Source: an optimization exercise on an open RTL-to-GDS flow (aim: small area, a short achievable clock period and few clock cycles per item). Production flows keep margins and buffers that such runs may drop.
In this exercise RTL edits were held to simulation tests only and were not proved equivalent to the original.
Power is estimated from default activity; no workload was simulated.

==> design/flow/design.v <==
module sk_add #(parameter W = 8) (
    input  wire [W-1:0] a,
    input  wire [W-1:0] b,
    input  wire         ci,
    output wire [W-1:0] s
);
    localparam L = (W <= 2) ? 1 : (W <= 4) ? 2 : (W <= 8) ? 3 : (W <= 16) ? 4 :
                   (W <= 32) ? 5 : (W <= 64) ? 6 : (W <= 128) ? 7 : 8;
    wire [W-1:0] p0 = a ^ b;
    wire [W-1:0] g0 = a & b;
    wire [W-1:0] gl [0:L];
    wire [W-1:0] pl [0:L];
    assign gl[0] = {g0[W-1:1], g0[0] | (p0[0] & ci)};
    assign pl[0] = p0;
    genvar lv, i;
    generate
        for (lv = 0; lv < L; lv = lv + 1) begin : lvl
            for (i = 0; i < W; i = i + 1) begin : bx
                if (((i >> lv) & 1) == 1) begin : op
                    assign gl[lv+1][i] = gl[lv][i] | (pl[lv][i] & gl[lv][((i >> lv) << lv) - 1]);
                    assign pl[lv+1][i] = pl[lv][i] & pl[lv][((i >> lv) << lv) - 1];
                end else begin : pass
                    assign gl[lv+1][i] = gl[lv][i];
                    assign pl[lv+1][i] = pl[lv][i];
                end
            end
        end
    endgenerate
    wire [W-1:0] gc = gl[L];
    assign s = p0 ^ {gc[W-2:0], ci};
endmodule
module gf_div3 (
    input  wire         clk,
    input  wire         rst,
    input  wire         ld,
    input  wire         nlt2,        
    input  wire         mz,          
    input  wire         sat,         
    input  wire [95:0]  d_in,        
    input  wire [64:0]  e_in,        
    input  wire [104:0] m3_in,       
    input  wire [107:0] za_in,       
    input  wire [115:0] zf_in,       
    output reg          ov,
    output wire [63:0]  p,
    output wire [63:0]  a,
    output wire [63:0]  f
);
    reg        busy;
    reg [6:0]  cb;
    reg        fb_0, fb_inc;
    wire [6:0] cb_n = ld ? 7'd0 : (busy ? cb + 7'd1 : cb);
    always @(posedge clk) begin
        if (rst) begin
            busy   <= 1'b0;
            cb     <= 7'd64;
            ov     <= 1'b0;
            fb_0   <= 1'b0;
            fb_inc <= 1'b0;
        end else begin
            if (ld)
                busy <= 1'b1;
            else if (cb == 7'd64)
                busy <= 1'b0;
            cb     <= cb_n;
            ov     <= busy & ~ld & (cb_n == 7'd64);
            fb_0   <= (cb_n == 7'd0);
            fb_inc <= (cb_n == 7'd63);
        end
    end
    reg        z_all;            
    reg        z_f;              
    reg        ovf;              
    reg [95:0]  dp;
    reg [96:0]  rp;
    reg [62:0]  lp;
    reg         qp;
    wire [96:0] sp;
    wire [96:0] op_p = {{1'b0, dp[95:48]} ^ {49{~rp[96]}}, dp[47:0] ^ {48{qp}}};
    sk_add #(97) u_divp (.a({rp[95:0], lp[62]}), .b(op_p), .ci(qp), .s(sp));
    wire        qp_raw = ~sp[96];
    wire [62:0] lp_inc;
    sk_add #(63) u_incp (.a({1'b0, lp[62:1]}), .b(63'd0), .ci(lp[0]), .s(lp_inc));
    reg [65:0]  da;
    reg [66:0]  ra;
    reg [63:0]  la;
    reg         qa;
    wire [66:0] sa;
    wire [66:0] op_a = {{1'b0, da[65:33]} ^ {34{~ra[66]}}, da[32:0] ^ {33{qa}}};
    sk_add #(67) u_diva (.a({ra[65:0], la[63]}), .b(op_a), .ci(qa), .s(sa));
    wire        qa_raw = ~sa[66];
    reg [105:0] df;
    reg [106:0] rf;
    reg [63:0]  lf;
    reg         qf;
    wire [106:0] sf;
    wire [106:0] op_f = {{1'b0, df[105:53]} ^ {54{~rf[106]}}, df[52:0] ^ {53{qf}}};
    sk_add #(107) u_divf (.a({rf[105:0], lf[63]}), .b(op_f), .ci(qf), .s(sf));
    wire        qf_raw = ~sf[106];
    wire qp_bit = qp_raw & ~z_all;
    wire qa_bit = z_all ? fb_0 : qa_raw;
    wire qf_bit = (qf_raw | ovf) & ~z_f;
    always @(posedge clk) begin
        if (ld) begin
            z_all <= nlt2;
            z_f   <= nlt2 | mz;
            ovf   <= sat;
            dp    <= d_in;
            da    <= {e_in, 1'b0};
            df    <= {m3_in, 1'b0};
        end
        rp <= ld ? {33'd0, m3_in[104:41]} : sp;
        lp <= ld ? {m3_in[40:0], 22'd0} : (fb_inc ? lp_inc : {lp[61:0], qp_bit});
        qp <= ld | qp_raw;
        ra <= ld ? {2'b0, za_in[107:43]} : sa;
        la <= ld ? {za_in[42:0], e_in[20:0]} : {la[62:0], qa_bit};
        qa <= ld | qa_raw;
        rf <= ld ? {9'd0, zf_in[115:18]} : sf;
        lf <= ld ? {zf_in[17:0], m3_in[45:0]} : {lf[62:0], qf_bit};
        qf <= ld | qf_raw;
    end
    assign p = {1'b0, lp};
    assign a = {~la[63], la[62:0]};
    assign f = lf;
endmodule
module gate_fit (
    input  wire         clk,
    input  wire         rst,
    input  wire         in_valid,
    output wire         in_ready,
    input  wire [31:0]  n,
    input  wire [79:0]  t1,
    input  wire [111:0] t2,
    output wire         out_valid,
    output wire [63:0]  p,
    output wire [63:0]  a,
    output wire [63:0]  f
);
    reg        a1_busy;          
    reg [5:0]  s1;               
    reg        a1_last;          
    reg        slot32;           
    reg        a1_x;             
    reg        a2_busy;          
    reg [4:0]  s2;               
    reg        a2_last;          
    reg        sel;              
    assign in_ready = ~a1_busy | a1_last;
    wire accept  = in_valid & in_ready;
    wire xfer    = a1_busy & a1_x;           
    wire hand    = a2_busy & a2_last;        
    wire [5:0] s1_n = accept ? 6'd0 : (a1_busy ? s1 + 6'd1 : s1);
    wire [4:0] s2_n = xfer ? 5'd0 : (a2_busy ? s2 + 5'd1 : s2);
    reg fa_0;      
    reg fa_b;      
    reg fa_17;     
    reg fa_18;     
    reg fa_19;     
    reg fb_b;      
    reg fb_16;     
    reg fb_5;      
    reg fb_25;     
    reg fb_26;     
    always @(posedge clk) begin
        if (rst) begin
            a1_busy <= 1'b0;
            s1      <= 6'd32;
            a1_last <= 1'b0;
            a1_x    <= 1'b0;
            slot32  <= 1'b0;
            a2_busy <= 1'b0;
            s2      <= 5'd26;
            a2_last <= 1'b0;
            sel     <= 1'b0;
            fa_0 <= 1'b0; fa_b <= 1'b0; fa_17 <= 1'b0; fa_18 <= 1'b0; fa_19 <= 1'b0;
            fb_b <= 1'b0; fb_16 <= 1'b0; fb_5 <= 1'b0; fb_25 <= 1'b0; fb_26 <= 1'b0;
        end else begin
            if (accept)
                a1_busy <= 1'b1;
            else if (a1_last)
                a1_busy <= 1'b0;
            s1      <= s1_n;
            if (accept)
                slot32 <= ~slot32;
            a1_last <= (accept | (a1_busy & ~a1_last)) &
                       (s1_n == ((accept ? ~slot32 : slot32) ? 6'd31 : 6'd32));
            a1_x    <= (accept | (a1_busy & ~a1_last)) & (s1_n == 6'd17);
            if (xfer)
                a2_busy <= 1'b1;
            else if (a2_last)
                a2_busy <= 1'b0;
            s2      <= s2_n;
            a2_last <= (xfer | (a2_busy & ~a2_last)) & (s2_n == 5'd26);
            if (hand)
                sel <= ~sel;
            fa_0  <= accept;
            fa_b  <= (accept | (a1_busy & ~a1_last)) & (s1_n < 6'd17);
            fa_17 <= a1_busy & ~a1_last & (s1_n == 6'd17);
            fa_18 <= a1_busy & ~a1_last & (s1_n == 6'd18);
            fa_19 <= a1_busy & ~a1_last & (s1_n == 6'd19);
            fb_b  <= (xfer | (a2_busy & ~a2_last)) & (s2_n < 5'd17);
            fb_16 <= a2_busy & ~a2_last & (s2_n == 5'd16);
            fb_5  <= a2_busy & ~a2_last & (s2_n >= 5'd17) & (s2_n < 5'd25);
            fb_25 <= a2_busy & ~a2_last & (s2_n == 5'd25);
            fb_26 <= a2_busy & ~a2_last & (s2_n == 5'd26);
        end
    end
    reg [31:0]  n_fix;           
    reg [33:0]  n_m;             
    reg         bm_prev;         
    reg [33:0]  n_bth;           
    reg         bth_prev;        
    reg         brw_m;           
    reg [35:0]  acc0;            
    reg [33:0]  low0;
    reg [104:0] acc_m;           
    reg [104:0] t1sh;            
    reg [107:0] xa;              
    wire [64:0]  e_val = {acc0[30:0], low0};
    reg  bth_neg, bth_two, bth_one;
    wire [1:0] nb_nx  = accept ? n[1:0] : n_bth[3:2];
    wire       npr_nx = accept ? 1'b0 : n_bth[1];
    wire [35:0] nmul = bth_two ? {3'b0, n_fix, 1'b0} : (bth_one ? {4'b0, n_fix} : 36'd0);
    wire [35:0] acc0_sum;
    sk_add #(36) u_add0 (.a(acc0), .b(nmul ^ {36{bth_neg}}), .ci(bth_neg), .s(acc0_sum));
    wire [1:0] mm1   = n_m[1:0] - {1'b0, brw_m};
    wire       mbw_o = brw_m & (n_m[1:0] == 2'b00);
    wire [1:0] nm_nx  = accept ? n[1:0] : n_m[3:2];
    wire       mbw_nx = accept ? 1'b1 : mbw_o;
    wire       mbp_nx = accept ? 1'b0 : mm1[1];
    wire [1:0] mm1_nx = nm_nx - {1'b0, mbw_nx};
    reg  mb_sub, mb_two, mb_one;
    wire [104:0] t1m = mb_two ? {t1sh[103:0], 1'b0} : (mb_one ? t1sh : 105'd0);
    wire [104:0] m_op = ({105{fa_b}} & (t1m ^ {105{mb_sub}})) |
                        ({105{fa_17}} & {acc_m[103:0], 1'b0});
    wire [104:0] acc_m_sum;
    sk_add #(105) u_addm (.a(acc_m), .b(m_op), .ci(fa_b & mb_sub), .s(acc_m_sum));
    wire [62:0]  c2    = e2[64:1];
    wire [107:0] w_val = {1'b0, c2, 1'b0, c2[62:20]};
    wire [107:0] xa_op = ({108{fa_0}}  & {2'd0, t1sh, 1'b0}) |
                         ({108{fa_17}} & ~{1'b0, acc_m, 2'b0}) |
                         ({108{fa_18}} & w_val);
    wire [107:0] xa_sum;
    sk_add #(108) u_adda (.a(xa), .b(xa_op), .ci(fa_17), .s(xa_sum));
    always @(posedge clk) begin
        n_m      <= accept ? {2'b0, n} : {2'b0, n_m[33:2]};
        bm_prev  <= accept ? 1'b0 : mm1[1];
        mb_sub   <= ~mm1_nx[1] & (mm1_nx[0] | mbp_nx);
        mb_two   <= (mm1_nx[1] & ~mm1_nx[0] & ~mbp_nx) | (~mm1_nx[1] & mm1_nx[0] & mbp_nx);
        mb_one   <= mm1_nx[0] ^ mbp_nx;
        n_bth    <= accept ? {2'b0, n} : {2'b0, n_bth[33:2]};
        bth_prev <= accept ? 1'b0 : n_bth[1];
        bth_neg  <= nb_nx[1] & ~(nb_nx[0] & npr_nx);
        bth_two  <= (nb_nx[1] & ~nb_nx[0] & ~npr_nx) | (~nb_nx[1] & nb_nx[0] & npr_nx);
        bth_one  <= nb_nx[0] ^ npr_nx;
        brw_m    <= accept ? 1'b1 : mbw_o;
        t1sh     <= accept ? {32'd0, t1[72:0]} : {t1sh[102:0], 2'b0};
        acc_m    <= accept ? {t2[103:0], 1'b0} : acc_m_sum;
        xa       <= accept ? {2'd0, t2[104:0], 1'b0} : xa_sum;
        if (accept)
            n_fix <= n;
        acc0 <= accept ? {4'b0, n} : {{2{acc0_sum[35]}}, acc0_sum[35:2]};
        low0 <= {acc0_sum[1:0], low0[33:2]};
    end
    reg         nlt2;            
    reg [64:0]  e2;              
    reg [104:0] m3;              
    reg         m3z;             
    reg [107:0] za;              
    reg [33:0]  n2;              
    reg         brw_d;           
    reg         bd_prev;         
    reg [67:0]  acc1;            
    reg [33:0]  low1;
    reg [115:0] xf;              
    wire [95:0] d_val = {acc1[61:0], low1};
    wire [1:0] nm1 = n2[1:0] - {1'b0, brw_d};
    wire       brw_o = brw_d & (n2[1:0] == 2'b00);
    wire [1:0] n2_nx  = xfer ? n_fix[1:0] : n2[3:2];
    wire       bw_nx  = xfer ? 1'b1 : brw_o;
    wire       bp_nx  = xfer ? 1'b0 : nm1[1];
    wire [1:0] nm1_nx = n2_nx - {1'b0, bw_nx};
    reg  bd_neg, bd_two, bd_one;
    wire [67:0] emul = bd_two ? {2'b0, e2, 1'b0} : (bd_one ? {3'b0, e2} : 68'd0);
    wire [67:0] acc1_sum;
    sk_add #(68) u_add1 (.a(acc1), .b(emul ^ {68{bd_neg}}), .ci(bd_neg), .s(acc1_sum));
    wire [115:0] xf_op = ({116{fb_5}}  & {xf[113:0], 2'b0}) |
                         ({116{fb_25}} & {57'd0, m3[104:46]}) |
                         ({116{fb_26}} & ~{m3[96:0], 19'd0});
    wire [115:0] xf_sum;
    sk_add #(116) u_addf (.a(xf), .b(xf_op), .ci(fb_26), .s(xf_sum));
    wire xf_c115 = xf_sum[115] ^ xf[115] ^ xf_op[115];
    wire xf_ge   = (xf[115] & xf_op[115]) | (xf_c115 & (xf[115] | xf_op[115]));
    wire sat     = (m3[104:97] == 8'd0) & xf_ge;
    always @(posedge clk) begin
        if (xfer) begin
            nlt2 <= (n_fix[31:1] == 31'd0);
            e2   <= e_val;
        end
        if (fa_18) begin
            m3   <= acc_m;
            m3z  <= (acc_m == 105'd0);
        end
        if (fa_19)
            za   <= xa;
        n2      <= xfer ? {2'b0, n_fix} : {2'b0, n2[33:2]};
        brw_d   <= xfer ? 1'b1 : brw_o;
        bd_prev <= xfer ? 1'b0 : nm1[1];
        bd_neg  <= nm1_nx[1] & ~(nm1_nx[0] & bp_nx);
        bd_two  <= (nm1_nx[1] & ~nm1_nx[0] & ~bp_nx) | (~nm1_nx[1] & nm1_nx[0] & bp_nx);
        bd_one  <= nm1_nx[0] ^ bp_nx;
        if (xfer) begin
            acc1 <= 68'd0;
        end else if (fb_b) begin
            acc1 <= {{2{acc1_sum[67]}}, acc1_sum[67:2]};
            low1 <= {acc1_sum[1:0], low1[33:2]};
        end
        xf <= fb_16 ? {20'd0, acc1_sum[63:0], low1[33:2]} : xf_sum;
    end
    wire        ov0, ov1;
    wire [63:0] p0, a0, f0, p1, a1, f1;
    gf_div3 u_b0 (.clk(clk), .rst(rst), .ld(hand & ~sel), .nlt2(nlt2), .mz(m3z), .sat(sat), .d_in(d_val),
                  .e_in(e2), .m3_in(m3), .za_in(za), .zf_in(xf),
                  .ov(ov0), .p(p0), .a(a0), .f(f0));
    gf_div3 u_b1 (.clk(clk), .rst(rst), .ld(hand & sel), .nlt2(nlt2), .mz(m3z), .sat(sat), .d_in(d_val),
                  .e_in(e2), .m3_in(m3), .za_in(za), .zf_in(xf),
                  .ov(ov1), .p(p1), .a(a1), .f(f1));
    assign out_valid = ov0 | ov1;
    assign p = (p0 & {64{ov0}}) | (p1 & {64{ov1}});
    assign a = (a0 & {64{ov0}}) | (a1 & {64{ov1}});
    assign f = (f0 & {64{ov0}}) | (f1 & {64{ov1}});
endmodule
==> design/flow/flow/run.sh <==
#!/bin/bash
# The standard layout (the standard.sh, every step unchanged), except that
# the port buffers that global placement inserts on every input and output are
# the platform's smallest buffer, buf_1, instead of the automatically chosen one.
set -euo pipefail
cd "$(dirname "$0")/.."
bash standard.sh "BUFFER_PORTS_ARGS=-buffer_cell sky130_fd_sc_hd__buf_1" finish > standard_make.log 2>&1
==> design/flow/standard.sh <==
#!/bin/bash
# synth_recipe.tcl (not shown) runs the flow's synth.tcl, then flattens the netlist and writes it again
# the make line also repeats each setting of config.mk as NAME=value (left out here)
make -C /OpenROAD-flow-scripts/flow DESIGN_CONFIG=/design/flow/config.mk WORK_HOME=/design/flow/orfs CLKGATE_MAP_FILE= SYNTH_SCRIPT=/design/flow/synth_recipe.tcl "${@:-finish}"
==> design/flow/config.mk <==
export PLATFORM = sky130hd
export DESIGN_NAME = gate_fit
export DESIGN_NICKNAME = gate_fit
export VERILOG_FILES = /design/flow/design.v
export SDC_FILE = /design/flow/constraint.sdc
export NUM_CORES = 8
export LEC_CHECK = 0
export CAP_MARGIN = 20
export CORE_MARGIN = 2
export CORE_UTILIZATION = 50
export CTS_CLUSTER_DIAMETER = 100
export CTS_CLUSTER_SIZE = 25
export PLACE_DENSITY = 0.65
export SETUP_SLACK_MARGIN = 5
export SLEW_MARGIN = 20
==> design/flow/constraint.sdc <==
create_clock -name core_clock -period 10.0 [get_ports {clk}]
set_input_delay 2.0000 -clock core_clock [delete_from_list [all_inputs] [get_ports {clk}]]
set_output_delay 2.0000 -clock core_clock [all_outputs]
set_load 0.01 [all_outputs]
==> notes.md <==
number of synthesized flops with an enable pin 884; Layout Area Growth over Synthesis 8.81%; Final Wtd Congestion a little under 1; DR WL/cell 23.0 um; cts hold-fix bufs 0; RSZ-0062 raised after global routing true; WS Path Type reg -> reg; largest net degree at the start of global routing 214; Die Height just over 500 um; Total Wirelength 407000 um; dpl cells 17.3k; Max-Cap Viols 0; Syn Area/Cell 9.48 sq um; Critical Path Fanout Max 5; later-pin clock latency in the skew report 0.87 ns; critical path depth in cells 23; CP max stage delay 0.46 ns; CTS buffer count ~120; initial detailed-routing violation count 10.3k; worst hold start low0[3]; Core ar. around 0.26 sq mm; required time worst endpoint 10.71 ns; CTS tree done; Worst R2R Path Depth 23; Cell Area, Synth 0.131 sq mm; Final Hold Viols 0; drt pass-1 iters 6; post-route non-filler standard cell count between 15k and 20k; post-synth cell types 90; slew of the pin with the lowest slew margin 1.18 ns; DRC Markers 0; Slowest-stage cell, CP a311oi_4; Final HPWL DP about 300000 um; Clock Skews 0.0863 ns; Worst-path clk slew 0.10 ns; reg2reg start mb_two; starting density of the core between 50% and 60%; setup violators final 0; CP arrival 5.65 ns; Overall Global Routing Usage 29.3%; area of the die 0.267 sq mm; Seq/Total Area, Yosys about 45%; Max Clock Freq 203 MHz; number of I/O port buffers 405; fraction of layout cells with a size suffix above 1 5.25%; Setup TNS 0 ns; worst r2r dst acc_m[104]; Vias/cell around 5.8; GR Overflow Total 0; Syn Nets 15.1k; synthesis-stage register bit count 2507; antenna viol nets, final 0; row count between 150 and 200; antenna violations before repair 26; final period utilization 49.3%; Tot Pwr 0.0432 W; Mapped Cells 13.9k; # nets final 15.3k; r2r setup slk 5.07 ns; Root Buffer clkbuf_16; VDD IR max 222 uV; CTS H-tree lvls 3; worst hold path type reg -> reg; fillcell total 23.8k; max-slew violations 0; worst-path cell chain buf_16 -> nor2_4 -> xor2_1 -> nand2_1 -> fa_2 -> fa_2 -> nor2b_4 -> o2111ai_2 -> a21oi_2 -> and3_4 -> o211ai_1 -> buf_4 -> a311oi_4 -> a22oi_2 -> buf_12 -> buf_12 -> nor3_4 -> o2111ai_2 -> nand3_2 -> nand2_4 -> o2111ai_4 -> xnor2_1 -> o21ai_1; chip width 516 um; WP buf/inv 4; Primary FF master, synth dfxtp_1; Max clock buf depth 3; fraction of registers with async set/reset 0%; first-pass GRT wire length 593000 um; slew margin rel. about a fifth; Largest delay share family, worst path compound AO/OA/AOI/OAI gates; I/O pin cnt ~420; power per cell area 302 mW/mm^2; CP endpoint acc_m[104]; Ys Warns 11; outcome complete, no violations; CP Capture Type register; leakage 59.0 nW; TritonCTS Sinks 2507; total number of vias 103k; Crit. Startpoint mb_two; post-layout min period 4.93 ns; vias in the first global route 94.4k; CP Launch Type register
cell families after synthesis:
family	Yosys count	share of synthesized area, %
other cells	1	0.00286
fa+ha+maj	1053	10.5
simple gates	4288	14.2
flops	2507	45.0
mux	108	0.830
buf+inv	939	2.70
xor+xnor	1565	10.4
compound gates	3396	16.4
per-layer routing:
metal,vias to the layer above,track usage (%),routed length (um)
li1,49000,-,-
met5,-,0,23
met4,4,12.5,20400
met2,3765,44.7,177000
met3,593,3.10,31000
met1,49400,42.1,178000
synthesized netlist by cell type, types with 162 or more instances:
| cell type | n | area (sq um) |
|---|---|---|
| nor3_1 | 162 | 811 |
| o21ai_0 | 998 | 4990 |
| dfxtp_1 | 1623 | 32500 |
| a21o_1 | 383 | 2880 |
| inv_1 | 309 | 1160 |
| nand3_1 | 177 | 886 |
| nand2_1 | 2396 | 8990 |
| a21oi_1 | 805 | 4030 |
| nor2_1 | 821 | 3080 |
| xnor2_1 | 780 | 6830 |
| ha_1 | 976 | 12200 |
| xor2_1 | 785 | 6880 |
| clkbuf_1 | 544 | 2040 |
| edfxtp_1 | 884 | 26500 |
| a22o_1 | 271 | 2370 |
where the power goes:
part	switching (W)	leakage [nW]	internal, W
combinational	0.0121	35.7	0.0100
sequential	0.00208	21.6	0.0132
clock	0.00348	1.71	0.00231
total	0.0176	59.0	0.0255
cell type report:
class,instances,area (sq um),area share (%)
clock buffer,190,3280,2.30
antenna,7,17.5,0.0123
multi-input combinational,10400,69700,48.8
clock inverter,30,284,0.199
tap,3515,4400,3.08
timing repair buffer,709,4780,3.35
inverter,311,1220,0.854
sequential,2507,59200,41.4
worst reg2reg max path, delay by kind of cell, from the launching register on:
kind | cells | cell delay [ns]
compound gates | 8 | 1.59
simple gates | 7 | 1.09
fa+ha+maj | 2 | 0.80
buf+inv | 4 | 0.62
flops | 1 | 0.40
xor+xnor | 2 | 0.28
registers in the layout, summed over array words and instances (netlist names), 65 cells and up:
name     flops
acc_m      105
acc1        66
u_b0.rf    107
u_b1.da     65
u_b1.ra     67
u_b0.dp     96
t1sh       105
u_b0.rp     97
u_b1.dp     96
u_b1.df    105
xa         108
u_b0.df    105
za         108
u_b1.rf    107
u_b0.ra     67
xf         116
m3         105
u_b1.rp     97
u_b0.da     65
e2          65
layout by cell type (no fill, tap or decap), types with 270 or more instances in the layout:
cell type | Yosys | routed
nor2_1 | 821 | 815
o21ai_0 | 998 | 974
nand2_1 | 2396 | 2381
dfxtp_1 | 1623 | 1588
edfxtp_1 | 884 | 884
ha_1 | 976 | 975
xor2_1 | 785 | 782
a21o_1 | 383 | 382
a22o_1 | 271 | 270
a21oi_1 | 805 | 781
inv_1 | 309 | 303
buf_1 | 79 | 404
xnor2_1 | 780 | 771
worst min-delay path by stage:
| stage | end | cells after the start |
|---|---|---|
| 6_report | low0[1] | 0 |
| 5_1_grt | low0[1] | 0 |
| 4_1_cts | low0[1] | 0 |
| 3_5_place_dp | low0[10] | 0 |
| 3_3_place_gp | low0[3] | 0 |
| 2_1_floorplan | low0[0] | 0 |
timing repair:
| item | 4_1_cts | 5_1_grt |
|---|---|---|
| buffers inserted | 56 | 69 |
| resized for setup | 172 | 162 |
| pin swaps | 29 | 58 |
| endpoints found under the setup margin | 544 | 159 |
| cloned | 3 | 11 |
metrics by stage:
step | worst slack, ns | hold slack (ns) | util [%] | instance area (sq um)
after floorplan | 5.01 | 0.327 | - | 131000
after CTS | 4.89 | 0.346 | 54.0 | 141000
after global placement | 3.07 | 0.329 | 52.1 | 136000
final | 5.07 | 0.346 | 54.6 | 143000
after detailed placement | 3.01 | 0.334 | 52.1 | 136000
after global routing | 4.90 | 0.357 | 54.6 | 143000
Testbench counts, summed over its fixed seeds: cycles 6,864, items 192.

## what the ideal ports hide
Ports are ideal in the flow. The routed layout listed here was re-timed in OpenROAD. Step 1 assumes that a clkbuf_16 drives the clock port and a buf_2 every other input. Step 2 times the ports against the registers' clock, not the clock port: input delays grow and output delays shrink by t, the midpoint of the rising clock arrivals with the driver on. Slacks: ideal ports / drivers / drivers and shift; pairs: ideal ports / drivers.
t, ns: 0.938
setup WS [ns]: 5.066 / 4.982 / 5.066
clock arrival spread, ns: 0.093 / 0.093
After both steps this run still meets setup and hold. The setup slack of this run moves by -0.084 ns with the drivers and by 0.000 ns with both steps.
